Context: an optimization exercise on an open-source flow, tuned for small area, a short achievable clock period and few clock cycles per item. The choices shown serve that exercise and are no tape-out recipe. Where RTL was checked, it was by simulation tests only, not by an equivalence proof against the original. Function not checked in runs 3 to 5: the RTL went through the layout flow alone.

==> design/flow/design.v <==
module aes_sbox (
  input  wire [7:0] x,
  output wire [7:0] y
);
  wire U0, U1, U2, U3, U4, U5, U6, U7;
  wire T1, T2, T3, T4, T5, T6, T7, T8, T9, T10, T11, T12;
  wire T13, T14, T15, T16, T17, T18, T19, T20, T21, T22, T23, T24;
  wire T25, T26, T27, M1, M2, M3, M4, M5, M6, M7, M8, M9;
  wire M10, M11, M12, M13, M14, M15, M16, M17, M18, M19, M20, M21;
  wire M22, M23, M24, M25, M26, M27, M28, M29, M30, M31, M32, M33;
  wire M34, M35, M36, M37, M38, M39, M40, M41, M42, M43, M44, M45;
  wire M46, M47, M48, M49, M50, M51, M52, M53, M54, M55, M56, M57;
  wire M58, M59, M60, M61, M62, M63, L0, L1, L2, L3, L4, L5;
  wire L6, L7, L8, L9, L10, L11, L12, L13, L14, L15, L16, L17;
  wire L18, L19, L20, L21, L22, L23, L24, L25, L26, L27, L28, L29;
  wire S0, S1, S2, S3, S4, S5, S6, S7;
  assign {U0, U1, U2, U3, U4, U5, U6, U7} = x;
  assign T1 = U0 ^ U3;
  assign T2 = U0 ^ U5;
  assign T3 = U0 ^ U6;
  assign T4 = U3 ^ U5;
  assign T5 = U4 ^ U6;
  assign T6 = T1 ^ T5;
  assign T7 = U1 ^ U2;
  assign T8 = U7 ^ T6;
  assign T9 = U7 ^ T7;
  assign T10 = T6 ^ T7;
  assign T11 = U1 ^ U5;
  assign T12 = U2 ^ U5;
  assign T13 = T3 ^ T4;
  assign T14 = T6 ^ T11;
  assign T15 = T5 ^ T11;
  assign T16 = T5 ^ T12;
  assign T17 = T9 ^ T16;
  assign T18 = U3 ^ U7;
  assign T19 = T7 ^ T18;
  assign T20 = T1 ^ T19;
  assign T21 = U6 ^ U7;
  assign T22 = T7 ^ T21;
  assign T23 = T2 ^ T22;
  assign T24 = T2 ^ T10;
  assign T25 = T20 ^ T17;
  assign T26 = T3 ^ T16;
  assign T27 = T1 ^ T12;
  assign M1 = T13 & T6;
  assign M2 = T23 & T8;
  assign M3 = T14 ^ M1;
  assign M4 = T19 & U7;
  assign M5 = M4 ^ M1;
  assign M6 = T3 & T16;
  assign M7 = T22 & T9;
  assign M8 = T26 ^ M6;
  assign M9 = T20 & T17;
  assign M10 = M9 ^ M6;
  assign M11 = T1 & T15;
  assign M12 = T4 & T27;
  assign M13 = M12 ^ M11;
  assign M14 = T2 & T10;
  assign M15 = M14 ^ M11;
  assign M16 = M3 ^ M2;
  assign M17 = M5 ^ T24;
  assign M18 = M8 ^ M7;
  assign M19 = M10 ^ M15;
  assign M20 = M16 ^ M13;
  assign M21 = M17 ^ M15;
  assign M22 = M18 ^ M13;
  assign M23 = M19 ^ T25;
  assign M24 = M22 ^ M23;
  assign M25 = M22 & M20;
  assign M26 = M21 ^ M25;
  assign M27 = M20 ^ M21;
  assign M28 = M23 ^ M25;
  assign M29 = M28 & M27;
  assign M30 = M26 & M24;
  assign M31 = M20 & M23;
  assign M32 = M27 & M31;
  assign M33 = M27 ^ M25;
  assign M34 = M21 & M22;
  assign M35 = M24 & M34;
  assign M36 = M24 ^ M25;
  assign M37 = M21 ^ M29;
  assign M38 = M32 ^ M33;
  assign M39 = M23 ^ M30;
  assign M40 = M35 ^ M36;
  assign M41 = M38 ^ M40;
  assign M42 = M37 ^ M39;
  assign M43 = M37 ^ M38;
  assign M44 = M39 ^ M40;
  assign M45 = M42 ^ M41;
  assign M46 = M44 & T6;
  assign M47 = M40 & T8;
  assign M48 = M39 & U7;
  assign M49 = M43 & T16;
  assign M50 = M38 & T9;
  assign M51 = M37 & T17;
  assign M52 = M42 & T15;
  assign M53 = M45 & T27;
  assign M54 = M41 & T10;
  assign M55 = M44 & T13;
  assign M56 = M40 & T23;
  assign M57 = M39 & T19;
  assign M58 = M43 & T3;
  assign M59 = M38 & T22;
  assign M60 = M37 & T20;
  assign M61 = M42 & T1;
  assign M62 = M45 & T4;
  assign M63 = M41 & T2;
  assign L0 = M61 ^ M62;
  assign L1 = M50 ^ M56;
  assign L2 = M46 ^ M48;
  assign L3 = M47 ^ M55;
  assign L4 = M54 ^ M58;
  assign L5 = M49 ^ M61;
  assign L6 = M62 ^ L5;
  assign L7 = M46 ^ L3;
  assign L8 = M51 ^ M59;
  assign L9 = M52 ^ M53;
  assign L10 = M53 ^ L4;
  assign L11 = M60 ^ L2;
  assign L12 = M48 ^ M51;
  assign L13 = M50 ^ L0;
  assign L14 = M52 ^ M61;
  assign L15 = M55 ^ L1;
  assign L16 = M56 ^ L0;
  assign L17 = M57 ^ L1;
  assign L18 = M58 ^ L8;
  assign L19 = M63 ^ L4;
  assign L20 = L0 ^ L1;
  assign L21 = L1 ^ L7;
  assign L22 = L3 ^ L12;
  assign L23 = L18 ^ L2;
  assign L24 = L15 ^ L9;
  assign L25 = L6 ^ L10;
  assign L26 = L7 ^ L9;
  assign L27 = L8 ^ L10;
  assign L28 = L11 ^ L14;
  assign L29 = L11 ^ L17;
  assign S0 = L6 ^ L24;
  assign S1 = ~(L16 ^ L26);
  assign S2 = ~(L19 ^ L28);
  assign S3 = L6 ^ L21;
  assign S4 = L20 ^ L22;
  assign S5 = L25 ^ L29;
  assign S6 = ~(L13 ^ L27);
  assign S7 = ~(L6 ^ L23);
  assign y = {S0, S1, S2, S3, S4, S5, S6, S7};
endmodule
module aes_binv (
  input  wire [7:0] x,
  output wire [7:0] y
);
  genvar i;
  generate
    for (i = 0; i < 8; i = i + 1) begin : g_bit
      assign y[i] = x[(i + 2) % 8] ^ x[(i + 5) % 8] ^ x[(i + 7) % 8] ^ ((8'h05 >> i) & 1'b1);
    end
  endgenerate
endmodule
module aes_core (
  input  wire         clk,
  input  wire         rst,        
  input  wire         key_load,   
  input  wire         key_256,    
  input  wire [255:0] key,
  input  wire         start,      
  input  wire         dir,        
  input  wire [127:0] din,
  output wire         ready,
  output reg          done,
  output wire [127:0] dout
);
  function [7:0] xtime(input [7:0] a);
    xtime = {a[6:0], 1'b0} ^ (a[7] ? 8'h1b : 8'h00);
  endfunction
  function [7:0] xinv(input [7:0] a);
    xinv = a[0] ? ({1'b0, a[7:1]} ^ 8'h8d) : {1'b0, a[7:1]};
  endfunction
  function [127:0] shift_rows(input [127:0] s);
    integer r, c;
    begin
      for (c = 0; c < 4; c = c + 1)
        for (r = 0; r < 4; r = r + 1)
          shift_rows[127 - 8*(4*c + r) -: 8] = s[127 - 8*(4*((c + r) % 4) + r) -: 8];
    end
  endfunction
  function [127:0] inv_shift_rows(input [127:0] s);
    integer r, c;
    begin
      for (c = 0; c < 4; c = c + 1)
        for (r = 0; r < 4; r = r + 1)
          inv_shift_rows[127 - 8*(4*c + r) -: 8] = s[127 - 8*(4*((c + 4 - r) % 4) + r) -: 8];
    end
  endfunction
  function [31:0] mix_col(input [31:0] a);
    reg [7:0] a0, a1, a2, a3, t;
    begin
      {a0, a1, a2, a3} = a;
      t = a0 ^ a1 ^ a2 ^ a3;
      mix_col = {a0 ^ t ^ xtime(a0 ^ a1),
                 a1 ^ t ^ xtime(a1 ^ a2),
                 a2 ^ t ^ xtime(a2 ^ a3),
                 a3 ^ t ^ xtime(a3 ^ a0)};
    end
  endfunction
  function [31:0] p_col(input [31:0] a);
    reg [7:0] a0, a1, a2, a3, u, v;
    begin
      {a0, a1, a2, a3} = a;
      u = xtime(xtime(a0 ^ a2));
      v = xtime(xtime(a1 ^ a3));
      p_col = {a0 ^ u, a1 ^ v, a2 ^ u, a3 ^ v};
    end
  endfunction
  function [127:0] mix_columns(input [127:0] s);
    mix_columns = {mix_col(s[127:96]), mix_col(s[95:64]),
                   mix_col(s[63:32]),  mix_col(s[31:0])};
  endfunction
  function [127:0] p_columns(input [127:0] s);
    p_columns = {p_col(s[127:96]), p_col(s[95:64]),
                 p_col(s[63:32]),  p_col(s[31:0])};
  endfunction
  reg  [127:0] q;           
  reg          qv, qdir;
  reg  [255:0] s;           
  reg          s256, sdec, sraw;
  reg  [255:0] w;           
  reg          wend;        
  reg  [31:0]  t_r;         
  reg  [7:0]   rcon;
  reg          krot, kfwd, k256, kfirst;
  reg          kb, kph, kconv;    
  reg  [3:0]   kcnt;
  reg  [127:0] r2, r1;      
  reg          pbusy, pdir, p256, yv, klp;
  reg  [4:0]   cnt;         
  reg          ready_r;
  reg          tsel;        
  wire [127:0] w_hi = w[255:128];
  wire [127:0] w_lo = w[127:0];
  reg  ix, iy, sw, jb, st, pe, g1r;    
  wire [4:0] nr2   = p256 ? 5'd28 : 5'd20;            
  wire [4:0] plast = yv ? nr2 - 5'd1 : nr2 - 5'd2;    
  wire       pend_c  = pbusy && (cnt == plast);
  wire       free_c  = (!pbusy || pend_c) && !kb;
  wire       wnow_c  = pbusy ? !klp : wend;
  wire       ndc_c   = (qdir != sdec);
  wire       nin_c   = !qdir && !sdec && sraw;
  wire       ix_c = qv && free_c && !ndc_c && !nin_c;
  wire       iy_c = qv && pbusy && (cnt == 5'd0) && (qdir == pdir);
  wire       sw_c = qv && free_c && ndc_c && wnow_c;
  wire       jb_c = qv && free_c && ((ndc_c && !wnow_c) || nin_c);
  wire       st_c = (pbusy && !pdir && !cnt[0] && (cnt <= nr2 - 5'd4)) ||
                    (pbusy &&  pdir &&  cnt[0] && (cnt <= nr2 - 5'd3)) ||
                    (kb && kph);
  wire       g1_c = pdir || (cnt >= nr2 - 5'd2);
  wire issue_x = ix;
  wire issue_y = iy;
  wire swap_s  = sw;
  wire job_s   = jb;
  wire pend    = pe;
  wire step_en = st;
  wire issue   = ix || iy;
  wire kwb     = kb && !kph && (kcnt == 4'd0);        
  assign ready = ready_r;
  wire take_key   = ready_r && key_load;
  wire take_start = ready_r && start;
  wire       c_pbusy = ix || (pbusy && !pe);
  wire [4:0] c_cnt   = ix ? 5'd0 : cnt + 5'd1;
  wire       c_yv    = ix ? 1'b0 : (yv || iy);
  wire       c_p256  = ix ? s256 : p256;
  wire       c_pdir  = ix ? qdir : pdir;
  wire       c_kb    = jb || (kb && !kwb);
  wire       c_kph   = jb ? 1'b0 : (kb ? !kph : kph);
  wire [4:0] c_nr2   = c_p256 ? 5'd28 : 5'd20;
  wire [4:0] c_plast = c_yv ? c_nr2 - 5'd1 : c_nr2 - 5'd2;
  wire       c_pend  = c_pbusy && (c_cnt == c_plast);
  wire       c_free  = (!c_pbusy || c_pend) && !c_kb;
  wire       c_flip  = sw || (kwb && kconv);
  wire       c_sdec  = c_flip ? !sdec : sdec;
  wire       c_sraw  = (sw || kwb) ? 1'b0 : sraw;
  wire       c_klp   = !ix && pbusy && !pe && klp;
  wire       c_wend  = (ix || jb || sw) ? 1'b0 : (pe ? !klp : wend);
  wire       c_qv    = qv && !issue;
  wire       c_ok    = !(c_pbusy && c_klp && !c_pend);
  wire       c_ix_e  = c_free && !c_sdec && !c_sraw;    
  wire       c_ix_d  = c_free && c_sdec;                
  wire       c_iy0   = c_pbusy && (c_cnt == 5'd0);      
  wire       rdy_c = c_ok && (!c_qv ||
                     (qdir ? (c_ix_d || (c_iy0 && c_pdir))
                           : (c_ix_e || (c_iy0 && !c_pdir))));
  wire       rdy_a0 = c_ok && (c_ix_e || (ix && !qdir));
  wire       rdy_a1 = c_ok && (c_ix_d || (ix && qdir));
  wire       rdy_b = !(c_pbusy && !c_pend);
  wire       ready_n = take_start ? (dir ? rdy_a1 : rdy_a0) :
                       take_key   ? rdy_b : rdy_c;
  wire       n_qv   = take_start || c_qv;
  wire       n_qdir = ready_r ? dir : qdir;
  wire       n_ndc  = (n_qdir != c_sdec);
  wire       n_nin  = !n_qdir && !c_sdec && c_sraw;
  wire       n_wnow = c_pbusy ? !c_klp : c_wend;
  wire       ix_n = n_qv && c_free && !n_ndc && !n_nin;
  wire       iy_n = n_qv && c_iy0 && (n_qdir == c_pdir);
  wire       sw_n = n_qv && c_free && n_ndc && n_wnow;
  wire       jb_n = n_qv && c_free && ((n_ndc && !n_wnow) || n_nin);
  wire       st_n = (c_pbusy && !c_pdir && !c_cnt[0] && (c_cnt <= c_nr2 - 5'd4)) ||
                    (c_pbusy &&  c_pdir &&  c_cnt[0] && (c_cnt <= c_nr2 - 5'd3)) ||
                    (c_kb && c_kph);
  wire       g1_n = c_pdir || (c_cnt >= c_nr2 - 5'd2);
  wire [127:0] kbase = (k256 || kfirst) ? w_hi : w_lo;
  reg          ks_s, ks_a, ks_x, ks_br, ks_bn;
  reg  [7:0]   rcx;
  function [31:0] rotw(input [31:0] a);
    rotw = {a[23:0], a[31:24]};
  endfunction
  wire [31:0]  ksub_in = (rotw(s[31:0]) & {32{ks_s}}) |
                         (rotw(w_hi[31:0]) & {32{ks_a}}) |
                         (rotw(w_lo[31:0] ^ w_lo[63:32]) & {32{ks_x}}) |
                         (rotw(w_lo[31:0]) & {32{ks_br}}) |
                         (w_lo[31:0] & {32{ks_bn}});
  wire [31:0]  ksub;
  genvar g;
  generate
    for (g = 0; g < 4; g = g + 1) begin : g_ksbox
      aes_sbox u_sbox (.x(ksub_in[8*g +: 8]), .y(ksub[8*g +: 8]));
    end
  endgenerate
  wire [31:0]  tsub = ksub ^ {rcx, 24'h0};
  wire         kld    = ix || jb;
  wire         n_kfwd   = kld ? !sdec : kfwd;
  wire         n_k256   = kld ? s256 : k256;
  wire         n_kfirst = kld ? sraw : (st ? 1'b0 : kfirst);
  wire         n_krot   = kld ? 1'b1 : (st ? (k256 ? !krot : 1'b1) : krot);
  wire [7:0]   rcon_i   = s256 ? (sdec ? 8'h40 : 8'h01)
                               : (sdec ? 8'h1b : (sraw ? 8'h01 : 8'h02));
  wire [7:0]   n_rcon   = kld ? rcon_i :
                          (st && krot) ? (kfwd ? xtime(rcon) : xinv(rcon)) : rcon;
  wire         n_inv128 = !n_kfwd && !n_k256;
  wire         n_kbs    = !c_free && !n_kfirst && !n_inv128;
  wire [31:0]  kb0 = kbase[127:96];
  wire [31:0]  kb1 = kbase[95:64];
  wire [31:0]  kb2 = kbase[63:32];
  wire [31:0]  kb3 = kbase[31:0];
  wire [31:0]  kw0 = kb0 ^ t_r;
  wire [31:0]  kn1 = (kb0 ^ kb1) ^ t_r;
  wire [31:0]  kn2 = (kb0 ^ kb1 ^ kb2) ^ t_r;
  wire [31:0]  kn3 = (kb0 ^ kb1 ^ kb2 ^ kb3) ^ t_r;
  wire [127:0] knew = kfwd ? {kw0, kn1, kn2, kn3}
                           : {kw0, kb1 ^ kb0, kb2 ^ kb1, kb3 ^ kb2};
  wire [127:0] so, sob;
  generate
    for (g = 0; g < 16; g = g + 1) begin : g_sbox
      aes_sbox u_sbox (.x(r2[8*g +: 8]), .y(so[8*g +: 8]));
      aes_binv u_bo   (.x(so[8*g +: 8]), .y(sob[8*g +: 8]));
    end
  endgenerate
  wire [127:0] st1 = (pdir ? sob : so) ^ (g1r ? w_lo : 128'h0);
  wire [127:0] mcin = pdir ? p_columns(r1) : r1;
  wire [127:0] st2  = mix_columns(mcin) ^ (pdir ? 128'h0 : w_hi);
  wire [127:0] ld   = issue ? (q ^ s[255:128]) : st2;
  wire         shd  = issue ? qdir : pdir;
  wire [127:0] sh   = shd ? inv_shift_rows(ld) : shift_rows(ld);
  wire [127:0] shb;
  generate
    for (g = 0; g < 16; g = g + 1) begin : g_bin
      aes_binv u_bi (.x(sh[8*g +: 8]), .y(shb[8*g +: 8]));
    end
  endgenerate
  wire [127:0] r2n = shd ? shb : sh;
  assign dout = r1;
  always @(posedge clk) begin
    r1  <= st1;
    r2  <= r2n;
    t_r <= tsub;
    if (ready_r)
      q <= din;
  end
  always @(posedge clk) begin
    if (take_key)
      s <= key;
    else if (swap_s || (kwb && kconv))
      s <= {w_lo, w_hi};
    else if (kwb)
      s[127:0] <= w_hi;
    if (issue_x || job_s)
      w <= s;
    else if (step_en)
      w <= {w_lo, knew};
  end
  always @(posedge clk) begin
    if (rst) begin
      ready_r <= 1'b1;
      tsel  <= 1'b1;
      ks_s  <= 1'b1;
      ks_a  <= 1'b0;
      ks_x  <= 1'b0;
      ks_br <= 1'b0;
      ks_bn <= 1'b0;
      rcx   <= 8'h00;
      ix    <= 1'b0;
      iy    <= 1'b0;
      sw    <= 1'b0;
      jb    <= 1'b0;
      st    <= 1'b0;
      pe    <= 1'b0;
      g1r   <= 1'b0;
      qv    <= 1'b0;
      qdir  <= 1'b0;
      s256  <= 1'b0;
      sdec  <= 1'b0;
      sraw  <= 1'b0;
      wend  <= 1'b0;
      rcon  <= 8'h01;
      krot  <= 1'b1;
      kfwd  <= 1'b1;
      k256  <= 1'b0;
      kfirst <= 1'b0;
      kb    <= 1'b0;
      kph   <= 1'b0;
      kconv <= 1'b0;
      kcnt  <= 4'd0;
      pbusy <= 1'b0;
      pdir  <= 1'b0;
      p256  <= 1'b0;
      yv    <= 1'b0;
      klp   <= 1'b0;
      cnt   <= 5'd0;
      done  <= 1'b0;
    end else begin
      ready_r <= ready_n;
      tsel  <= c_free;
      ix    <= ix_n;
      iy    <= iy_n;
      sw    <= sw_n;
      jb    <= jb_n;
      st    <= st_n;
      pe    <= c_pend;
      g1r   <= g1_n;
      done <= pbusy && ((cnt == nr2 - 5'd2) || (yv && cnt == nr2 - 5'd1));
      qv <= take_start || (qv && !issue);
      if (ready_r)
        qdir <= dir;
      if (take_key) begin
        s256 <= key_256;
        sdec <= 1'b0;
        sraw <= !key_256;
      end else begin
        if (swap_s || (kwb && kconv))
          sdec <= !sdec;
        if (swap_s || kwb)
          sraw <= 1'b0;
      end
      if (take_key || issue_x || job_s || swap_s)
        wend <= 1'b0;
      else if (pend)
        wend <= !klp;
      kfwd   <= n_kfwd;
      k256   <= n_k256;
      kfirst <= n_kfirst;
      krot   <= n_krot;
      rcon   <= n_rcon;
      ks_s   <= c_free;
      ks_a   <= !c_free && n_kfirst;
      ks_x   <= !c_free && !n_kfirst && n_inv128;
      ks_br  <= n_kbs && n_krot;
      ks_bn  <= n_kbs && !n_krot;
      rcx    <= c_free ? (s256 ? 8'h01 : 8'h02) : (n_krot ? n_rcon : 8'h00);
      if (job_s) begin
        kb    <= 1'b1;
        kph   <= 1'b0;
        kconv <= ndc_c;
        kcnt  <= ndc_c ? ((s256 ? 4'd13 : 4'd9) + {3'd0, sraw}) : 4'd2;
      end else if (kb) begin
        kph <= !kph;
        if (kph)
          kcnt <= kcnt - 4'd1;
        if (kwb)
          kb <= 1'b0;
      end
      if (issue_x) begin
        pbusy <= 1'b1;
        cnt   <= 5'd0;
        pdir  <= qdir;
        p256  <= s256;
        yv    <= 1'b0;
        klp   <= take_key;
      end else if (pbusy) begin
        if (issue_y)
          yv <= 1'b1;
        if (pend) begin
          pbusy <= 1'b0;
          klp   <= 1'b0;
        end else begin
          cnt <= cnt + 5'd1;
          if (take_key)
            klp <= 1'b1;
        end
      end
    end
  end
  wire ready_c = (!qv || ix_c || iy_c) && !(pbusy && klp && !pend_c);
  wire dec_ok  = (ix == ix_c) && (iy == iy_c) && (sw == sw_c) && (jb == jb_c) &&
                 (st == st_c) && (pe == pend_c) && (g1r == g1_c) && (tsel == free_c);
endmodule
==> design/flow/flow/run.sh <==
#!/bin/bash
# Standard ORFS layout, with repair_timing aiming at a setup margin well
# beyond the clock period's slack (the SDC is the standard flow's, unchanged).
set -euo pipefail
bash standard.sh SETUP_SLACK_MARGIN=6 finish > standard_flow.log 2>&1
==> design/flow/constraint.sdc <==
create_clock -name core_clock -period 12.0 [get_ports {clk}]
set_input_delay 2.4000 -clock core_clock [delete_from_list [all_inputs] [get_ports {clk}]]
set_output_delay 2.4000 -clock core_clock [all_outputs]
set_load 0.01 [all_outputs]
==> design/flow/standard.sh <==
#!/bin/bash
# synth_recipe.tcl (not shown) runs the flow's synth.tcl, then flattens the netlist and writes it again
# the make line also repeats each setting of config.mk as NAME=value (left out here)
make -C /OpenROAD-flow-scripts/flow DESIGN_CONFIG=/design/flow/config.mk WORK_HOME=/design/flow/orfs CLKGATE_MAP_FILE= SYNTH_SCRIPT=/design/flow/synth_recipe.tcl "${@:-finish}"
==> design/flow/config.mk <==
export PLATFORM = sky130hd
export DESIGN_NAME = aes_core
export DESIGN_NICKNAME = aes_core
export VERILOG_FILES = /design/flow/design.v
export SDC_FILE = /design/flow/constraint.sdc
export NUM_CORES = 8
export LEC_CHECK = 0
export ABC_AREA = 1
export CAP_MARGIN = 20
export CORE_MARGIN = 2
export CORE_UTILIZATION = 30
export PLACE_DENSITY = 0.45
export SLEW_MARGIN = 20
==> results.toml, run 1 <==
[global_route]
grt_pass1_vias = 92520
overflow = 0
grt_max_degree = 221
grt_pass1_wl_um = 662600
grt_util_all_layers_pct = 27.51
antenna_found_initial = 35

[place]
hpwl_um = 392600
io_buffer_count = 519
dpl_cell_area_um2 = 106800
gp_congestion = 1.010

[clock_tree]
post_cts_resized = 0
path_clk_slew_ps = 60
post_cts.repair.setup_buffers = 0
cts_buffer_depth = 4
h-tree-depth = 4
clock_sinks = 985
postCtsHoldBufs = 0
numCtsBuffers = 140
cts_tree = "done"
clk_latency_ps = 850
clock-root-buffer = "clkbuf_16"

[routing]
ant_nets = 0
drtPass1Iterations = 8
top_layer = "met5"
detail_route.wl_per_cell_um = 22.87
met3_length_um = 34480
drc = 0
wl_met2_um = 200400
met1_length_um = 215700
drtIter0Drc = 10660
via_count = 103100
viasPerCell = 4.990
wirelength_um = 472700

[finish]
final_cell_area_um2 = 111400
final_util_pct = 34.40
nets = 16670
drive_gt1_share_pct = 6.074
syn2layout_area_growth_pct = 14.27

[logic_synthesis]
synth_nets = 16320
synth_edf_count = 640
ys_ff_latch = 985
yosysWarningCount = 1
yosysSeqAreaShare_pct = 26.80
ys_types = 74
synthArstFlopShare_pct = 0
syn_avg_cell_area_um2 = 6.139
syn-cell-area_um2 = 97470
yosys_most_used_dff = "edfxtp_1"
postSynthCellCount = 15880

[critical_path]
cp-start-kind = "register"
r2r_slack_ps = 6670
crit_type = "register to register"
cp-end-kind = "register"
crit_family = "simple AND/OR/NAND/NOR gates"
worstPathRequired_ps = 12710
path_buf_inv = 7
crit_cells = 29
path_max_fanout = 20
reg2reg_to = "t_r[13]"
path_common_cell = "nand2_1"
reg2reg_from = "ks_a"
cpPeakStageDelay_ps = 770
cp_slowest_cell = "dfxtp_1"
rr_worst_depth = 29
worst-endpoint-arrival_ps = 6050

[sta]
skew_ps = 93.36
tns_ps = 0
worst_slew_pin_slew_ps = 1268
rsz0062_at_grt = "false"
finalSetupViolCount = 0
fmax_mhz = 187.5
fin_crit_ps = 5333
hold_viol = 0
fin_crit_sh_pct = 44.44
slew_violations = 0
slew_headroom_pct = 14.87

[floorplan]
ios = 520
die_y_um = 574.0
start_util_pct = 30.11
die_area_um2 = 329500
rows = 209
core_area_um2 = 323700
die_x_um = 574.0

[worst_hold_path]
holdPathEnd = "kconv"
hp-class = "register to register"
whs_path_depth = 2
worstHoldStart = "kconv"

[job]
maxCapViolations = 0

[run_status]
status = "no timing/DRC/antenna violations"
## worst max-delay path by stage
| stage | start | endpoint | slack (ps) |
|---|---|---|---|
| 2_1_floorplan | ix | rcx[2] | 6370 |
| 3_3_place_gp | key_load | s[10] | 6590 |
| 3_5_place_dp | key_load | s[225] | 6560 |
| 4_1_cts | ks_bn | t_r[24] | 6780 |
| 5_1_grt | ks_a | t_r[13] | 6190 |
| 6_report | ks_a | t_r[13] | 6670 |
## metrics by stage
step | hold slack (ps) | cells | setup WS (ps)
after global routing | 498.6 | 20660 | 6190
after global placement | 462.2 | 20410 | 6585
after floorplan | 442.2 | 15880 | 6370
after CTS | 475.0 | 20660 | 6776
after detailed placement | 466.0 | 20410 | 6556
final | 480.7 | 20670 | 6667
## synth_stat cells, types with 23 or more instances
| cell | number | area, µm² |
|---|---|---|
| nand3b_1 | 53 | 397.9 |
| o21ai_1 | 51 | 255.2 |
| buf_4 | 28 | 210.2 |
| nor2_1 | 502 | 1884 |
| o21ai_0 | 805 | 4029 |
| a21oi_1 | 147 | 735.7 |
| clkbuf_1 | 238 | 893.4 |
| inv_1 | 1250 | 4692 |
| edfxtp_1 | 640 | 19220 |
| buf_1 | 23 | 86.33 |
| xnor2_2 | 23 | 374.1 |
| a31oi_1 | 74 | 462.9 |
| dfxtp_1 | 345 | 6907 |
| nor2_2 | 52 | 325.3 |
| a21o_1 | 32 | 240.2 |
| ha_1 | 48 | 600.6 |
| nand3_2 | 54 | 540.5 |
| xor2_2 | 23 | 374.1 |
| inv_2 | 138 | 518.0 |
| xnor2_1 | 657 | 5754 |
| xor2_1 | 831 | 7278 |
| nand2_2 | 277 | 1733 |
| nand3_1 | 1669 | 8353 |
| nand4_1 | 96 | 600.6 |
| buf_2 | 46 | 230.2 |
| nand2_1 | 7487 | 28100 |
| or2_2 | 54 | 337.8 |
## area by class of cell
class | count | area [µm²]
Clock inverter | 63 | 543.0
Multi-Input combinational cell | 13120 | 64260
Fill cell | 35850 | 212400
Tap cell | 4325 | 5411
Timing Repair Buffer | 582 | 5705
Sequential cell | 985 | 26140
Clock buffer | 182 | 3961
Antenna cell | 11 | 27.53
Inverter | 1401 | 5326
## worst reg2reg max path, delay by kind of cell, from the launching register on
family          cells  cell delay [ps]
simple gates       15             2030
xor+xnor            5              940
buf+inv             7              930
flops               1              770
compound gates      1              280
fa+ha+maj           1              280
## layer usage
metal,track usage [%],vias to the layer above
met1,38.71,48070
li1,-,51020
met2,41.87,3509
met5,0,-
met3,3.987,526
met4,11.29,18
## state kept, by name, indices dropped and copies added (netlist names), 4 cells and up
name / flops
r1: 128
t_r: 32
rcx: 8
q: 128
r2: 128
w: 256
kcnt: 4
s: 256
cnt: 5
rcon: 8
## placed cells by master, fill, tap and decap left out, drive strengths merged, types with 8 or more instances in the layout
master / instances
mux2i: 11
ha: 48
o22ai: 11
xor2: 860
a31oi: 74
clkbuf: 182
edfxtp: 640
a21oi: 150
or2: 64
a221oi: 8
o21ai: 859
a21o: 32
diode: 11
buf: 63
xnor2: 683
clkdlybuf4s50: 519
o211ai: 21
clkinv: 50
nand4: 98
nand3: 1725
nand2: 7783
nand3b: 53
dfxtp: 345
inv: 1400
mux2: 15
nor2: 564
nor3: 14
## cell families after synthesis
family	after synthesis	synth area share (%)
AO/OA/AOI/OAI	1191	6.583
XOR/XNOR	1543	14.39
adder cells (fa/ha/maj)	48	0.6162
buffers and inverters	1774	7.345
flip-flops	985	26.80
multiplexers	26	0.2863
AND/OR/NAND/NOR	10310	43.97
Testbench counts, summed over its fixed seeds: cycles 16,679, blocks 1,239.
==> run 2: changes to the inputs <==
--- a/design/flow/flow/run.sh
+++ b/design/flow/flow/run.sh
@@ -4,2 +4,2 @@
 set -euo pipefail
-bash standard.sh SETUP_SLACK_MARGIN=6 finish > standard_flow.log 2>&1
+bash standard.sh SETUP_SLACK_MARGIN=7 finish > standard_flow.log 2>&1
==> run 2 against run 1 <==
- final cell count up 0.22%
- utilization up 0.47 points
- critical path depth down 23
- via count up 0.27%
- fmax up 10%
- wire length up 0.39%
- clock skew down 9.3 ps
- critical endpoint is now s[143]
==> results.toml, run 2 <==
[routing]
drc = 0
drtIter0Drc = 10720
detail_route.wl_per_cell_um = 22.91
viasPerCell = 4.993
drtPass1Iterations = 6
via_count = 103400
wirelength_um = 474500
ant_nets = 0

[logic_synthesis]
yosysMostFrequentCell = "nand2_1"
yosysTopAreaCellShare_pct = 28.83
yosysTopAreaCell = "nand2_1"
synth_commonest_cells = "nand2_1, nand3_1, inv_1"
syn_avg_cell_area_um2 = 6.139
syn-cell-area_um2 = 97470
synthArstFlopShare_pct = 0
postSynthCellCount = 15880
yosys_most_used_dff = "edfxtp_1"
yosysWarningCount = 1
synth_area_leaders = "nand2_1, edfxtp_1, nand3_1, xor2_1, dfxtp_1"
ys_ff_latch = 985
synth_edf_count = 640
synth_nets = 16320
ys_types = 74
yosysSeqAreaShare_pct = 26.80

[floorplan]
start_util_pct = 30.11
die_area_um2 = 329500
die_y_um = 574.0
rows = 209
die_x_um = 574.0
core_area_um2 = 323700
ios = 520

[finish]
drive_gt1_share_pct = 7.638
nets = 16720
syn2layout_area_growth_pct = 15.84
nFillCells = 35790
biggestRegsByFlops = "s: 256 flops, w: 256 flops"
final_cell_mix = "nand2_1, nand3_1, inv_1"
mostFrequentLayoutCell = "nand2_1"

[critical_path]
cp-end-kind = "register"
cp-start-kind = "input port"
worst-endpoint-arrival_ps = 5360
path_max_fanout = 103
crit_type = "input port to register"
worstPathRequired_ps = 12520

[run_status]
status = "no timing/DRC/antenna violations"

[global_route]
grt_pass1_vias = 92440
overflow = 0
grt_util_all_layers_pct = 27.52
grt_pass1_wl_um = 661100
antenna_found_initial = 32
grt_max_degree = 177

[clock_tree]
cts_tree = "done"
clk_latency_ps = 860
clock-root-buffer = "clkbuf_16"
numCtsBuffers = 139
clock_sinks = 985
h-tree-depth = 4
path_clk_slew_ps = 50
postCtsHoldBufs = 0
cts_buffer_depth = 4

[sta]
timing.hold.ws_ps = 479.4
fmax_mhz = 206.6
fin_crit_sh_pct = 40.33
finalSetupViolCount = 0
slew_headroom_pct = 19.90
fin_crit_ps = 4839
skew_ps = 84.04
rsz0062_at_grt = "true"
slew_violations = 0
worst_slew_pin_slew_ps = 1189
tns_ps = 0
hold_viol = 0

[place]
hpwl_um = 392200
gp_congestion = 0.9918
io_buffer_count = 519

[worst_hold_path]
hp-class = "register to register"

[job]
maxCapViolations = 0
-- run 2: cell counts after synthesis --
No cell type changed its count.
-- run 2: routing by layer --
layer,GRT usage (%),wire (µm),vias to the layer above
met5,0,45,-
met3,3.739,34140,543
li1,-,-,51080
met4,12.25,23960,6
met2,41.86,201200,3579
met1,38.52,215100,48210
-- run 2: kinds of logic after synthesis --
group	synth area share [%]
AOI/OAI and AO/OA	6.583
xor gates and xnor gates	14.39
adders and majority gates	0.6162
buffers and inverters	7.345
DFF	26.80
muxes	0.2863
and+or+nand+nor	43.97
-- run 2: final timing paths --
| check | cells past startpoint | slack (ps) | from | endpoint |
|---|---|---|---|---|
| setup / recovery | 6 | 7160 | key_load | s[143] |
| hold / removal | 2 | 480 | kconv | kconv |
| setup reg to reg | 16 | 7190 | pdir | r2[37] |
| hold reg to reg | 2 | 480 | kconv | kconv |
-- run 2: cell type report --
class                      count  area [µm²]  share of cell area [%]
clock inverter                59       620.6                  0.5497
inverter                    1401        5399                   4.782
timing repair inverter         1       8.758                0.007757
sequential                   985       26290                   23.29
timing repair buffer         631        6152                   5.449
antenna                        9       22.52                 0.01995
multi-input combinational  13120       65070                   57.63
tap                         4325        5411                   4.793
clock buffer                 183        3933                   3.483
-- run 2: worst max-delay path, stage by stage --
cell and delay (ps):
clkdlybuf4s50_1 500, nand2_4 510, clkinv_16 470, buf_8 520
buf_8 550, o21ai_0 160
-- run 2: what timing repair did --
item,in CTS,in global routing
setup endpoints to repair,213,244
resized for setup,19,267
gates cloned,1,0
buffers inserted,3,44
pin swaps,0,17
-- run 2: per-stage QoR --
| stage | instance area (µm²) | setup WS, ps | util, % | std cells |
|---|---|---|---|---|
| global placement | 106900 | 5255 | 33.01 | 20410 |
| global route | 112900 | 6965 | 34.87 | 20700 |
| finish | 112900 | 7161 | 34.88 | 20710 |
| CTS | 111500 | 7015 | 34.45 | 20660 |
| detailed placement | 106900 | 5147 | 33.01 | 20410 |
| floorplan | 97520 | 6819 | - | 15880 |
==> run 3: changes to the inputs <==
--- a/design/flow/design.v
+++ b/design/flow/design.v
@@ -147,2 +147,151 @@
 endmodule
+module aes_sbox2 (
+  input  wire [7:0] x,
+  output wire [7:0] y,
+  output wire [7:0] z
+);
+  wire U0, U1, U2, U3, U4, U5, U6, U7;
+  wire T1, T2, T3, T4, T5, T6, T7, T8, T9, T10, T11, T12;
+  wire T13, T14, T15, T16, T17, T18, T19, T20, T21, T22, T23, T24;
+  wire T25, T26, T27, M1, M2, M3, M4, M5, M6, M7, M8, M9;
+  wire M10, M11, M12, M13, M14, M15, M16, M17, M18, M19, M20, M21;
+  wire M22, M23, M24, M25, M26, M27, M28, M29, M30, M31, M32, M33;
+  wire M34, M35, M36, M37, M38, M39, M40, M41, M42, M43, M44, M45;
+  wire M46, M47, M48, M49, M50, M51, M52, M53, M54, M55, M56, M57;
+  wire M58, M59, M60, M61, M62, M63, L0, L1, L2, L3, L4, L5;
+  wire L6, L7, L8, L9, L10, L11, L12, L13, L14, L15, L16, L17;
+  wire L18, L19, L20, L21, L22, L23, L24, L25, L26, L27, L28, L29;
+  wire S0, S1, S2, S3, S4, S5, S6, S7;
+  assign {U0, U1, U2, U3, U4, U5, U6, U7} = x;
+  assign T1 = U0 ^ U3;
+  assign T2 = U0 ^ U5;
+  assign T3 = U0 ^ U6;
+  assign T4 = U3 ^ U5;
+  assign T5 = U4 ^ U6;
+  assign T6 = T1 ^ T5;
+  assign T7 = U1 ^ U2;
+  assign T8 = U7 ^ T6;
+  assign T9 = U7 ^ T7;
+  assign T10 = T6 ^ T7;
+  assign T11 = U1 ^ U5;
+  assign T12 = U2 ^ U5;
+  assign T13 = T3 ^ T4;
+  assign T14 = T6 ^ T11;
+  assign T15 = T5 ^ T11;
+  assign T16 = T5 ^ T12;
+  assign T17 = T9 ^ T16;
+  assign T18 = U3 ^ U7;
+  assign T19 = T7 ^ T18;
+  assign T20 = T1 ^ T19;
+  assign T21 = U6 ^ U7;
+  assign T22 = T7 ^ T21;
+  assign T23 = T2 ^ T22;
+  assign T24 = T2 ^ T10;
+  assign T25 = T20 ^ T17;
+  assign T26 = T3 ^ T16;
+  assign T27 = T1 ^ T12;
+  assign M1 = T13 & T6;
+  assign M2 = T23 & T8;
+  assign M3 = T14 ^ M1;
+  assign M4 = T19 & U7;
+  assign M5 = M4 ^ M1;
+  assign M6 = T3 & T16;
+  assign M7 = T22 & T9;
+  assign M8 = T26 ^ M6;
+  assign M9 = T20 & T17;
+  assign M10 = M9 ^ M6;
+  assign M11 = T1 & T15;
+  assign M12 = T4 & T27;
+  assign M13 = M12 ^ M11;
+  assign M14 = T2 & T10;
+  assign M15 = M14 ^ M11;
+  assign M16 = M3 ^ M2;
+  assign M17 = M5 ^ T24;
+  assign M18 = M8 ^ M7;
+  assign M19 = M10 ^ M15;
+  assign M20 = M16 ^ M13;
+  assign M21 = M17 ^ M15;
+  assign M22 = M18 ^ M13;
+  assign M23 = M19 ^ T25;
+  assign M24 = M22 ^ M23;
+  assign M25 = M22 & M20;
+  assign M26 = M21 ^ M25;
+  assign M27 = M20 ^ M21;
+  assign M28 = M23 ^ M25;
+  assign M29 = M28 & M27;
+  assign M30 = M26 & M24;
+  assign M31 = M20 & M23;
+  assign M32 = M27 & M31;
+  assign M33 = M27 ^ M25;
+  assign M34 = M21 & M22;
+  assign M35 = M24 & M34;
+  assign M36 = M24 ^ M25;
+  assign M37 = M21 ^ M29;
+  assign M38 = M32 ^ M33;
+  assign M39 = M23 ^ M30;
+  assign M40 = M35 ^ M36;
+  assign M41 = M38 ^ M40;
+  assign M42 = M37 ^ M39;
+  assign M43 = M37 ^ M38;
+  assign M44 = M39 ^ M40;
+  assign M45 = M42 ^ M41;
+  assign M46 = M44 & T6;
+  assign M47 = M40 & T8;
+  assign M48 = M39 & U7;
+  assign M49 = M43 & T16;
+  assign M50 = M38 & T9;
+  assign M51 = M37 & T17;
+  assign M52 = M42 & T15;
+  assign M53 = M45 & T27;
+  assign M54 = M41 & T10;
+  assign M55 = M44 & T13;
+  assign M56 = M40 & T23;
+  assign M57 = M39 & T19;
+  assign M58 = M43 & T3;
+  assign M59 = M38 & T22;
+  assign M60 = M37 & T20;
+  assign M61 = M42 & T1;
+  assign M62 = M45 & T4;
+  assign M63 = M41 & T2;
+  assign L0 = M61 ^ M62;
+  assign L1 = M50 ^ M56;
+  assign L2 = M46 ^ M48;
+  assign L3 = M47 ^ M55;
+  assign L4 = M54 ^ M58;
+  assign L5 = M49 ^ M61;
+  assign L6 = M62 ^ L5;
+  assign L7 = M46 ^ L3;
+  assign L8 = M51 ^ M59;
+  assign L9 = M52 ^ M53;
+  assign L10 = M53 ^ L4;
+  assign L11 = M60 ^ L2;
+  assign L12 = M48 ^ M51;
+  assign L13 = M50 ^ L0;
+  assign L14 = M52 ^ M61;
+  assign L15 = M55 ^ L1;
+  assign L16 = M56 ^ L0;
+  assign L17 = M57 ^ L1;
+  assign L18 = M58 ^ L8;
+  assign L19 = M63 ^ L4;
+  assign L20 = L0 ^ L1;
+  assign L21 = L1 ^ L7;
+  assign L22 = L3 ^ L12;
+  assign L23 = L18 ^ L2;
+  assign L24 = L15 ^ L9;
+  assign L25 = L6 ^ L10;
+  assign L26 = L7 ^ L9;
+  assign L27 = L8 ^ L10;
+  assign L28 = L11 ^ L14;
+  assign L29 = L11 ^ L17;
+  assign S0 = L6 ^ L24;
+  assign S1 = ~(L16 ^ L26);
+  assign S2 = ~(L19 ^ L28);
+  assign S3 = L6 ^ L21;
+  assign S4 = L20 ^ L22;
+  assign S5 = L25 ^ L29;
+  assign S6 = ~(L13 ^ L27);
+  assign S7 = ~(L6 ^ L23);
+  assign y = {S0, S1, S2, S3, S4, S5, S6, S7};
+  assign z = {(M49 ^ M51 ^ M52 ^ M54 ^ M58 ^ M59 ^ M61 ^ M62), (M47 ^ M48 ^ M49 ^ M50 ^ M52 ^ M54 ^ M55 ^ M56 ^ M59 ^ M60 ^ M61 ^ M63), (M47 ^ M48 ^ M49 ^ M50 ^ M52 ^ M54 ^ M56 ^ M57 ^ M58 ^ M60 ^ M61 ^ M62), (M46 ^ M48 ^ M52 ^ M54 ^ M58 ^ M59 ^ M61 ^ M62), (M46 ^ M48 ^ M50 ^ M51 ^ M52 ^ M53 ^ M56 ^ M57 ^ M58 ^ M59 ^ M61 ^ M63), (M46 ^ M47 ^ M50 ^ M51 ^ M52 ^ M54 ^ M58 ^ M59 ^ M61 ^ M62), (M49 ^ M50 ^ M52 ^ M53 ^ M58 ^ M59 ^ M61 ^ M62), (M55 ^ M57 ^ M61 ^ M63)};
+endmodule
 module aes_binv (
@@ -351,4 +500,3 @@
     for (g = 0; g < 16; g = g + 1) begin : g_sbox
-      aes_sbox u_sbox (.x(r2[8*g +: 8]), .y(so[8*g +: 8]));
-      aes_binv u_bo   (.x(so[8*g +: 8]), .y(sob[8*g +: 8]));
+      aes_sbox2 u_sbox (.x(r2[8*g +: 8]), .y(so[8*g +: 8]), .z(sob[8*g +: 8]));
     end
==> run 3 against run 2 <==
- worst hold slack worse by 16 ps
- via count up 0.50%
- critical path type is now register to register
- first-iteration DRC count up 10%
- sequential cell count unchanged
- critical path depth up 9
- synthesized cell count down 0.82%
- utilization up 0.13 points
- critical endpoint is now r2[48]
- still clean on timing, DRC and antenna
- final cell count down 0.26%
- non-clock buffer count up 42
- register-to-register slack worse by 40 ps
==> results.toml, run 3 <==
[finish]
syn2layout_area_growth_pct = 16.17
final_cell_mix = "nand2_1, nand3_1, inv_1"
drive_gt1_share_pct = 6.277
nets = 16630
biggestRegsByFlops = "s: 256 flops, w: 256 flops"
final_cell_area_um2 = 114500
mostFrequentLayoutCell = "nand2_1"

[sta]
fin_crit_ps = 4854
fin_crit_sh_pct = 40.45
timing.hold.ws_ps = 463.0
finalSetupViolCount = 0
tns_ps = 0
worst_slew_pin_slew_ps = 1233
setup_slack_ps = 7146
fmax_mhz = 206.0
slew_violations = 0
hold_viol = 0
slew_headroom_pct = 16.95
skew_ps = 70.62
rsz0062_at_grt = "true"

[logic_synthesis]
yosysWarningCount = 1
postSynthCellCount = 15750
syn_avg_cell_area_um2 = 6.260
yosysSeqAreaShare_pct = 26.50
yosysTopAreaCellShare_pct = 27.25
yosys_most_used_dff = "edfxtp_1"
synth_edf_count = 640
syn-cell-area_um2 = 98580
yosysMostFrequentCell = "nand2_1"
yosysTopAreaCell = "nand2_1"
ys_types = 67
synthArstFlopShare_pct = 0
ys_ff_latch = 985
synth_commonest_cells = "nand2_1, nand3_1, inv_1"
synth_nets = 16190
synth_area_leaders = "nand2_1, edfxtp_1, xor2_1, nand3_1, xnor2_1"

[critical_path]
rr_worst_depth = 15
path_max_fanout = 83
reg2reg_from = "pdir"
cp-start-kind = "register"
reg2reg_to = "r2[48]"
cp-end-kind = "register"
worst-endpoint-arrival_ps = 5500
crit_type = "register to register"
worstPathRequired_ps = 12640
r2r_slack_ps = 7150

[clock_tree]
clock_sinks = 985
postCtsHoldBufs = 0
cts_buffer_depth = 4
clock-root-buffer = "clkbuf_16"
clk_latency_ps = 860
path_clk_slew_ps = 70
numCtsBuffers = 138
h-tree-depth = 4
cts_tree = "done"

[routing]
drc = 0
drtPass1Iterations = 6
ant_nets = 0
via_count = 103900
viasPerCell = 5.031
wirelength_um = 499600
drtIter0Drc = 11820
detail_route.wl_per_cell_um = 24.18

[floorplan]
die_y_um = 577.2
die_area_um2 = 333200
rows = 210
start_util_pct = 30.13
ios = 520
die_x_um = 577.2
core_area_um2 = 327100

[place]
io_buffer_count = 519
dpl_cell_area_um2 = 108300
dp_slack_ps = 6481
hpwl_um = 413600
gp_congestion = 1.015

[worst_hold_path]
holdPathEnd = "kconv"
whs_path_depth = 2
worstHoldStart = "kconv"
hp-class = "register to register"

[global_route]
antenna_found_initial = 38
overflow = 0
grt_max_degree = 202
grt_pass1_vias = 92220
grt_pass1_wl_um = 691800
grt_util_all_layers_pct = 28.87

[job]
maxCapViolations = 0

[run_status]
status = "no timing/DRC/antenna violations"
[run 3: cell count changes after synthesis, sizes merged, moves of 7 or more]
cell    previous run  this run
nand3b            53       139
xor2             860      1139
xnor2            683       849
buf              119       128
a21oi            150       124
nand2           7783      7278
inv             1395      1351
clkbuf           252       242
nor2             564       596
or2               64       103
nand3           1725      1590
o211ai            21        12
mux2              15        22
[run 3: what timing repair did]
action                                  4_1_cts  5_1_grt
resized for setup                            26      225
endpoints found under the setup margin       62      178
buffers inserted                             10       74
gates cloned                                  0        0
pin swaps                                     1       19
[run 3: area by class of cell]
class	count	area, µm²
Antenna cell	15	37.54
Clock buffer	171	3751
Clock inverter	76	854.6
Fill cell	35900	212600
Inverter	1352	5186
Multi-Input combinational cell	13040	66540
Sequential cell	985	26200
Tap cell	4346	5438
Timing Repair Buffer	673	6502
[run 3: per-layer routing]
layer,up-vias,part of all wire [%],track usage (%)
li1,50760,-,-
met3,580,8.5,4.693
met5,-,0.011,0
met4,8,5.1,12.50
met2,4036,41,41.97
met1,48550,46,41.65
[run 3: worst max-delay path by stage]
| stage | startpoint | end | slack (ps) |
|---|---|---|---|
| 2_1_floorplan | ix | rcx[2] | 6740 |
| 4_1_cts | w[44] | t_r[18] | 7000 |
| 3_5_place_dp | w[12] | t_r[18] | 6480 |
| 5_1_grt | w[31] | t_r[0] | 6960 |
| 3_3_place_gp | w[12] | t_r[18] | 6510 |
| 6_report | pdir | r2[48] | 7150 |
[run 3: logic make-up (layout without fill, tap and decap cells)]
kind of cell             count (synthesis)  count (layout)  share of synthesized area (%)
buffers and inverters                 1722            2272                          6.813
AND/OR/NAND/NOR                       9829            9829                          41.37
AO/OA/AOI/OAI                         1140            1140                          6.128
other                                    0              15                              0
adder cells (fa/ha/maj)                 48              48                         0.6093
flip-flops                             985             985                          26.50
multiplexers                            35              35                         0.3833
XOR/XNOR                              1988            1988                          18.19
[run 3: per-stage QoR]
stage / instances / util [%]
finish: 20660 / 35.01
CTS: 20570 / 34.56
floorplan: 15750 / -
detailed placement: 20310 / 33.10
global placement: 20310 / 33.10
global route: 20650 / 35.00
[run 3: worst max-delay path, cell delays in order, from the launching register on]
cell and delay [ps]:
dfxtp_4 450, inv_8 440, buf_6 490, a21oi_1 60, o21ai_0 180, xor2_1 440
xor2_1 410, xnor2_1 180, xor2_1 170, nand2_1 60, o21ai_0 370, inv_1 200
nor2_1 90, o21ai_0 270, nor2_1 70, a21oi_1 550
==> run 4: changes to the inputs <==
--- a/design/flow/design.v
+++ b/design/flow/design.v
@@ -402,3 +402,3 @@
                     (pbusy &&  pdir &&  cnt[0] && (cnt <= nr2 - 5'd3)) ||
-                    (kb && kph);
+                    (kb && kph && (kcnt != 4'd0));
   wire       g1_c = pdir || (cnt >= nr2 - 5'd2);
@@ -411,3 +411,3 @@
   wire issue   = ix || iy;
-  wire kwb     = kb && !kph && (kcnt == 4'd0);        
+  wire kwb     = kb && kph && (kcnt == 4'd0);         
   assign ready = ready_r;
@@ -421,3 +421,6 @@
   wire       c_kb    = jb || (kb && !kwb);
-  wire       c_kph   = jb ? 1'b0 : (kb ? !kph : kph);
+  wire       c_kph   = jb ? 1'b0 : (kb ? 1'b1 : kph);
+  wire [3:0] kcnt_i  = ndc_c ? ((s256 ? 4'd13 : 4'd9) + {3'd0, sraw}) : 4'd2;
+  wire [3:0] c_kcnt  = jb ? kcnt_i : ((kb && kph && (kcnt != 4'd0)) ? kcnt - 4'd1 : kcnt);
+  wire       c_kstep = c_kb && c_kph && (c_kcnt != 4'd0);    
   wire [4:0] c_nr2   = c_p256 ? 5'd28 : 5'd20;
@@ -455,6 +458,7 @@
                     (c_pbusy &&  c_pdir &&  c_cnt[0] && (c_cnt <= c_nr2 - 5'd3)) ||
-                    (c_kb && c_kph);
+                    c_kstep;
   wire       g1_n = c_pdir || (c_cnt >= c_nr2 - 5'd2);
   wire [127:0] kbase = (k256 || kfirst) ? w_hi : w_lo;
-  reg          ks_s, ks_a, ks_x, ks_br, ks_bn;
+  reg          ks_s, ks_a, ks_x, ks_br, ks_bn, ks_nr, ks_nn;
+  wire [31:0]  ksin_nx;
   reg  [7:0]   rcx;
@@ -467,3 +471,5 @@
                          (rotw(w_lo[31:0]) & {32{ks_br}}) |
-                         (w_lo[31:0] & {32{ks_bn}});
+                         (w_lo[31:0] & {32{ks_bn}}) |
+                         (rotw(ksin_nx) & {32{ks_nr}}) |
+                         (ksin_nx & {32{ks_nn}});
   wire [31:0]  ksub;
@@ -486,3 +492,5 @@
   wire         n_inv128 = !n_kfwd && !n_k256;
-  wire         n_kbs    = !c_free && !n_kfirst && !n_inv128;
+  wire         n_kbs    = !c_free && !c_kstep && !n_kfirst && !n_inv128;
+  wire         nn_krot  = n_k256 ? !n_krot : 1'b1;
+  wire [7:0]   nn_rcon  = n_krot ? (n_kfwd ? xtime(n_rcon) : xinv(n_rcon)) : n_rcon;
   wire [31:0]  kb0 = kbase[127:96];
@@ -495,2 +503,3 @@
   wire [31:0]  kn3 = (kb0 ^ kb1 ^ kb2 ^ kb3) ^ t_r;
+  assign       ksin_nx = kfwd ? kn3 : k256 ? (kb3 ^ kb2) : (w_lo[31:0] ^ w_lo[95:64]);
   wire [127:0] knew = kfwd ? {kw0, kn1, kn2, kn3}
@@ -545,2 +554,4 @@
       ks_bn <= 1'b0;
+      ks_nr <= 1'b0;
+      ks_nn <= 1'b0;
       rcx   <= 8'h00;
@@ -609,7 +620,10 @@
       ks_s   <= c_free;
-      ks_a   <= !c_free && n_kfirst;
-      ks_x   <= !c_free && !n_kfirst && n_inv128;
+      ks_a   <= !c_free && !c_kstep && n_kfirst;
+      ks_x   <= !c_free && !c_kstep && !n_kfirst && n_inv128;
       ks_br  <= n_kbs && n_krot;
       ks_bn  <= n_kbs && !n_krot;
-      rcx    <= c_free ? (s256 ? 8'h01 : 8'h02) : (n_krot ? n_rcon : 8'h00);
+      ks_nr  <= !c_free && c_kstep && nn_krot;
+      ks_nn  <= !c_free && c_kstep && !nn_krot;
+      rcx    <= c_free ? (s256 ? 8'h01 : 8'h02) :
+                c_kstep ? (nn_krot ? nn_rcon : 8'h00) : (n_krot ? n_rcon : 8'h00);
       if (job_s) begin
@@ -618,6 +632,6 @@
         kconv <= ndc_c;
-        kcnt  <= ndc_c ? ((s256 ? 4'd13 : 4'd9) + {3'd0, sraw}) : 4'd2;
+        kcnt  <= kcnt_i;
       end else if (kb) begin
-        kph <= !kph;
-        if (kph)
+        kph <= 1'b1;
+        if (kph && kcnt != 4'd0)
           kcnt <= kcnt - 4'd1;
--- a/design/flow/flow/run.sh
+++ b/design/flow/flow/run.sh
@@ -4,2 +4,2 @@
 set -euo pipefail
-bash standard.sh SETUP_SLACK_MARGIN=7 finish > standard_flow.log 2>&1
+bash standard.sh SETUP_SLACK_MARGIN=7.5 finish > standard_flow.log 2>&1
==> run 4 against run 3 <==
- non-clock buffer count grew 571
- wire length down 2.4%
- sequential share of layout area fell by 0.83 points
- global-route usage up 1.8 points
- critical path type unchanged
==> results.toml, run 4 <==
[global_route]
overflow = 0
grt_pass1_wl_um = 648000
antenna_found_initial = 40
grt_pass1_vias = 81140
grt_util_all_layers_pct = 30.71
grt_max_degree = 153

[critical_path]
crit_type = "register to register"
cp-start-kind = "register"
rr_worst_depth = 25
cp-end-kind = "register"
cp_slowest_cell = "a221oi_1"
r2r_slack_ps = 6710
worst-endpoint-arrival_ps = 6070
cpPeakStageDelay_ps = 660
path_common_cell = "xor2_2"
worstPathRequired_ps = 12780
reg2reg_from = "w[36]"
crit_family = "simple AND/OR/NAND/NOR gates"
path_max_fanout = 5
path_buf_inv = 4
reg2reg_to = "t_r[14]"

[sta]
hold_viol = 0
fmax_mhz = 189.0
tns_ps = 0
worst_slew_pin_slew_ps = 1371
finalSetupViolCount = 0
fin_crit_sh_pct = 44.09
slew_headroom_pct = 8.578
fin_crit_ps = 5290
rsz0062_at_grt = "true"
slew_violations = 0
skew_ps = 101.2

[logic_synthesis]
ys_types = 69
synth_area_leaders = "edfxtp_1, nand2_1, xor2_1, xnor2_1, dfxtp_1"
synth_edf_count = 640
yosysTopAreaCellShare_pct = 21.62
syn_avg_cell_area_um2 = 7.274
ys_ff_latch = 987
synth_nets = 12660
yosysWarningCount = 1
postSynthCellCount = 12220
yosysSeqAreaShare_pct = 29.43
yosys_most_used_dff = "edfxtp_1"
yosysMostFrequentCell = "nand2_1"
synthArstFlopShare_pct = 0
syn-cell-area_um2 = 88900
yosysTopAreaCell = "edfxtp_1"
synth_commonest_cells = "nand2_1, xor2_1, xnor2_1"

[routing]
wirelength_um = 487700
via_count = 89440
drtIter0Drc = 9974
viasPerCell = 5.176
detail_route.wl_per_cell_um = 28.22
drtPass1Iterations = 6
drc = 0
ant_nets = 0

[finish]
drive_gt1_share_pct = 21.80
mostFrequentLayoutCell = "nand2_1"
biggestRegsByFlops = "s: 256 flops, w: 256 flops"
nets = 13680
final_cell_area_um2 = 119700
final_util_pct = 40.67
syn2layout_area_growth_pct = 34.65
final_cell_mix = "nand2_1, xor2_1, xnor2_1"

[clock_tree]
clock_sinks = 987
clock-root-buffer = "clkbuf_16"
clk_latency_ps = 920
numCtsBuffers = 136
path_clk_slew_ps = 60
h-tree-depth = 4
cts_buffer_depth = 4
cts_tree = "done"

[place]
gp_congestion = 1.022
io_buffer_count = 519
hpwl_um = 379800
dpl_cell_area_um2 = 98320

[run_status]
status = "no timing/DRC/antenna violations"

[floorplan]
die_x_um = 548.4
ios = 520
die_area_um2 = 300700
die_y_um = 548.4
rows = 199
start_util_pct = 30.21
core_area_um2 = 294300

[job]
maxCapViolations = 0

[worst_hold_path]
holdPathEnd = "kconv"
worstHoldStart = "kconv"
whs_path_depth = 2
hp-class = "register to register"
==> run 4: worst reg2reg max path: stages (launching register included) <==
cell      delay, ps
edfxtp_1        630
inv_1           200
o21ai_0         360
o221ai_1        230
a221oi_1        660
nand3_4         220
xor2_2          230
or2_1           260
nand2_2         110
xor2_2          190
inv_2            70
ha_4            240
xor2_2          180
xnor2_2         150
xor2_2          180
buf_6           140
nand2_1          80
nand2_2          90
nand2_1          90
nand2_2         100
nor2_4          230
inv_4            80
xor2_4          190
nand2_1          80
nand2_2          60
xor2_2          180
==> run 4: metal layers <==
layer,wire (µm),track usage [%],part of all wire [%],vias up
li1,-,-,-,40900
met1,202400,41.42,42,43480
met2,205700,45.38,42,4165
met3,47910,6.970,9.8,884
met4,31520,16.30,6.5,12
met5,81,0,0.017,-
==> run 4: repair_timing <==
item,in CTS,in global routing
pin swaps,136,545
setup endpoints to repair,584,230
gates resized for setup,888,1462
cloned,27,4
hold buffers,0,0
buffers inserted,203,400
==> run 4: worst max path at each step <==
stage | end | depth (start not counted) | startpoint
after floorplan | t_r[10] | 40 | k256
after global placement | t_r[2] | 39 | k256
after detailed placement | t_r[25] | 41 | k256
after CTS | t_r[12] | 37 | k256
after global routing | t_r[8] | 38 | k256
final | t_r[14] | 25 | w[36]
==> run 4: layout make-up <==
type	instances	area (µm²)
multi-input cells	9921	68250
well taps	3919	4903
fillers	30450	174600
clock buffers	181	3820
flip-flops and latches	987	26400
clock inverters	63	633.1
repair inverters	2	20.02
diodes	12	30.03
inverters	949	3711
repair buffers	1244	11940
==> run 4: metrics by stage <==
stage          hold slack [ps]  setup WS, ps  instances
2_1_floorplan            442.2          7473      12220
3_3_place_gp             470.3          5288      16380
3_5_place_dp             476.4          5273      16380
4_1_cts                  485.2          6656      16860
5_1_grt                  539.3          6533      17270
6_report                 497.8          6710      17280
==> run 4: kinds of logic after synthesis <==
| kind of cell | synth area share, % |
|---|---|
| XOR/XNOR | 29.38 |
| buffers and inverters | 5.880 |
| AO/OA/AOI/OAI | 10.08 |
| multiplexers | 0.1351 |
| adder cells (fa/ha/maj) | 0.6474 |
| flip-flops | 29.43 |
| AND/OR/NAND/NOR | 24.44 |
==> run 5: changes to the inputs <==
==> design/flow/flow/run.sh (replaced) <==
#!/bin/bash
# Standard ORFS layout (the standard flow's SDC and config, unchanged), with
#  - repair_timing aiming at a setup margin beyond the clock period's slack,
#  - the port buffers made with buf_1 (every port still gets its buffer).
set -euo pipefail
bash standard.sh SETUP_SLACK_MARGIN=7 "BUFFER_PORTS_ARGS=-buffer_cell sky130_fd_sc_hd__buf_1" finish > standard_flow.log 2>&1
==> run 5 against run 4 <==
- still clean on timing, DRC and antenna
- utilization is 3.9 points lower
- die area stayed put
- sequential cell count stayed put
- non-clock buffer count is 326 lower
==> results.toml, run 5 <==
[sta]
slew_violations = 0
fmax_mhz = 186.8
rsz0062_at_grt = "true"
tns_ps = 0
worst_slew_pin_slew_ps = 1208
fin_crit_sh_pct = 44.61
finalSetupViolCount = 0
fin_crit_ps = 5353
slew_headroom_pct = 18.93
hold_viol = 0
skew_ps = 113.9

[critical_path]
worst-endpoint-arrival_ps = 6090
path_common_cell = "nand2_1"
cp-start-kind = "register"
crit_family = "compound AO/OA/AOI/OAI gates"
crit_type = "register to register"
worstPathRequired_ps = 12730
path_max_fanout = 6
cp-end-kind = "register"
cpPeakStageDelay_ps = 620
cp_slowest_cell = "o21ai_0"
path_buf_inv = 4

[logic_synthesis]
syn_avg_cell_area_um2 = 7.274
synth_area_leaders = "edfxtp_1, nand2_1, xor2_1, xnor2_1, dfxtp_1"
yosysMostFrequentCell = "nand2_1"
ys_ff_latch = 987
yosys_most_used_dff = "edfxtp_1"
synth_nets = 12660
syn-cell-area_um2 = 88900
synthArstFlopShare_pct = 0
synth_commonest_cells = "nand2_1, xor2_1, xnor2_1"
postSynthCellCount = 12220
synth_edf_count = 640
yosysWarningCount = 1
yosysTopAreaCell = "edfxtp_1"
ys_types = 69
yosysSeqAreaShare_pct = 29.43
yosysTopAreaCellShare_pct = 21.62

[routing]
wirelength_um = 475800
drc = 0
viasPerCell = 5.152
ant_nets = 0
drtPass1Iterations = 8
detail_route.wl_per_cell_um = 28.07
via_count = 87320
drtIter0Drc = 10060

[finish]
final_cell_mix = "nand2_1, xor2_1, xnor2_1"
mostFrequentLayoutCell = "nand2_1"
biggestRegsByFlops = "s: 256 flops, w: 256 flops"
drive_gt1_share_pct = 13.99
nets = 13350
nFillCells = 31650
final_cell_area_um2 = 108100
syn2layout_area_growth_pct = 21.65

[clock_tree]
numCtsBuffers = 136
clock-root-buffer = "clkbuf_16"
clk_latency_ps = 890
cts_tree = "done"
cts_buffer_depth = 4
path_clk_slew_ps = 60
h-tree-depth = 4
clock_sinks = 987

[place]
dpl_cell_area_um2 = 95060
io_buffer_count = 519
hpwl_um = 379400
gp_congestion = 1.036

[global_route]
grt_max_degree = 140
grt_pass1_wl_um = 639300
overflow = 0
grt_util_all_layers_pct = 30.26
antenna_found_initial = 54
grt_pass1_vias = 80030

[floorplan]
ios = 520
die_area_um2 = 300700
start_util_pct = 30.21
core_area_um2 = 294300
die_x_um = 548.4
die_y_um = 548.4
rows = 199

[job]
maxCapViolations = 0

[worst_hold_path]
hp-class = "register to register"

[run_status]
status = "no timing/DRC/antenna violations"
-- run 5: changes by cell type in the layout (fill, tap and decap cells not counted), moves of 95 or more --
cell,previous run,this run
buf_4,611,330
xor2_1,1362,1517
clkdlybuf4s50_1,510,0
xnor2_2,209,107
buf_1,0,519
xnor2_1,961,1104
xor2_2,230,135
nand2_1,3415,3619
nand2_2,401,262
-- run 5: kinds of logic (layout without fill, tap and decap cells) --
group | Yosys count | in the layout | share of synthesized area [%]
buf+inv | 1320 | 2110 | 5.880
simple gates | 5299 | 5303 | 24.44
other cells | 0 | 13 | 0
mux | 12 | 12 | 0.1351
xor+xnor | 2914 | 2914 | 29.38
flops | 987 | 987 | 29.43
compound gates | 1644 | 1644 | 10.08
fa+ha+maj | 46 | 46 | 0.6474
-- run 5: layout make-up --
type / instances / area (µm²) / share of cell area (%)
Antenna cell: 13 / 32.53 / 0.03008
Clock buffer: 176 / 3709 / 3.429
Clock inverter: 67 / 768.2 / 0.7104
Inverter: 949 / 3656 / 3.381
Multi-Input combinational cell: 9919 / 62960 / 58.22
Sequential cell: 987 / 26220 / 24.24
Tap cell: 3919 / 4903 / 4.534
Timing Repair Buffer: 918 / 5901 / 5.456
-- run 5: what timing repair did --
item	CTS	global route
cloned	20	10
buffers inserted	101	170
pin swaps	85	237
resized for setup	534	655
hold buffers	0	0
setup endpoints to repair	148	186
-- run 5: routing by layer --
metal | vias up | wire length (µm) | track usage, %
li1 | 40350 | - | -
met4 | 20 | 32630 | 17.18
met1 | 41990 | 202600 | 41.27
met3 | 849 | 42470 | 5.644
met5 | - | 138 | 0
met2 | 4115 | 198000 | 44.56
-- run 5: path summary, 6_finish.rpt --
kind / slack (ps) / end / start / depth (start not counted)
min reg2reg: 480 / kconv / kconv / 2
min: 480 / kconv / kconv / 2
max: 6650 / t_r[23] / w[8] / 27
max reg2reg: 6650 / t_r[23] / w[8] / 27
-- run 5: metrics by stage --
step	hold slack (ps)	utilization (%)	instances	setup slack (ps)
floorplan	442.2	-	12220	6403
global placement	455.7	32.29	16390	5106
detailed placement	472.1	32.30	16390	5112
CTS	482.9	35.12	16760	6729
global route	503.1	36.73	16940	6426
finish	484.0	36.74	16950	6647
-- run 5: worst register-to-register path: stages (launching register included) --
cell	delay [ps]
edfxtp_1	590
inv_1	290
o21ai_0	620
o221ai_1	270
a221oi_1	440
o211ai_4	160
buf_12	170
xor2_2	160
inv_1	50
nand2_1	60
nand2_2	80
xor2_2	230
ha_4	250
xnor2_4	200
xor2_1	170
nand2_1	100
nand2_4	100
nand3_1	80
nand3_1	120
nand4_1	310
nand2_2	220
nand2_2	110
inv_2	80
o21ai_2	70
nand2_1	90
nand2_1	60
nand3_1	90
nand2_1	50

what the ideal ports hide:
The flow's constraints put no driver on any port. The routed layouts listed below were extracted and timed again, unchanged, in two steps. Step 1 assumes that a clkbuf_16 drives the clock port and a buf_2 every other input. Step 2 adds t to the input delays and takes it off the output delays; t is the mean of the earliest and latest rising clock arrival at the registers after step 1. Input paths then give back, and output paths get back, about the clock's delay inside the block. Slacks: ideal / step 1 / step 2; pairs: ideal / step 1.
run | t, ns | setup WS [ns] | latest minus earliest clock arrival (ns) | slew at the worst register clock pin (ns) | pins driven straight from the clock port
run 1 | 0.907 | 6.667 / 6.667 / 6.522 | 0.094 / 0.094 | 0.08 / 0.08 | 1
run 2 | 0.924 | 7.161 / 7.145 / 6.314 | 0.085 / 0.085 | 0.07 / 0.07 | 1
run 3 | 0.932 | 7.146 / 7.059 / 6.367 | 0.075 / 0.075 | 0.07 / 0.07 | 1
run 4 | 0.962 | 6.710 / 6.710 / 6.658 | 0.105 / 0.105 | 0.07 / 0.07 | 1
run 5 | 0.936 | 6.647 / 6.647 / 6.265 | 0.115 / 0.115 | 0.07 / 0.07 | 1
After both steps every run listed still meets setup and hold. For run 2, which loses most, drivers alone change the setup slack by -0.016 ns; drivers and shift together by -0.847 ns.
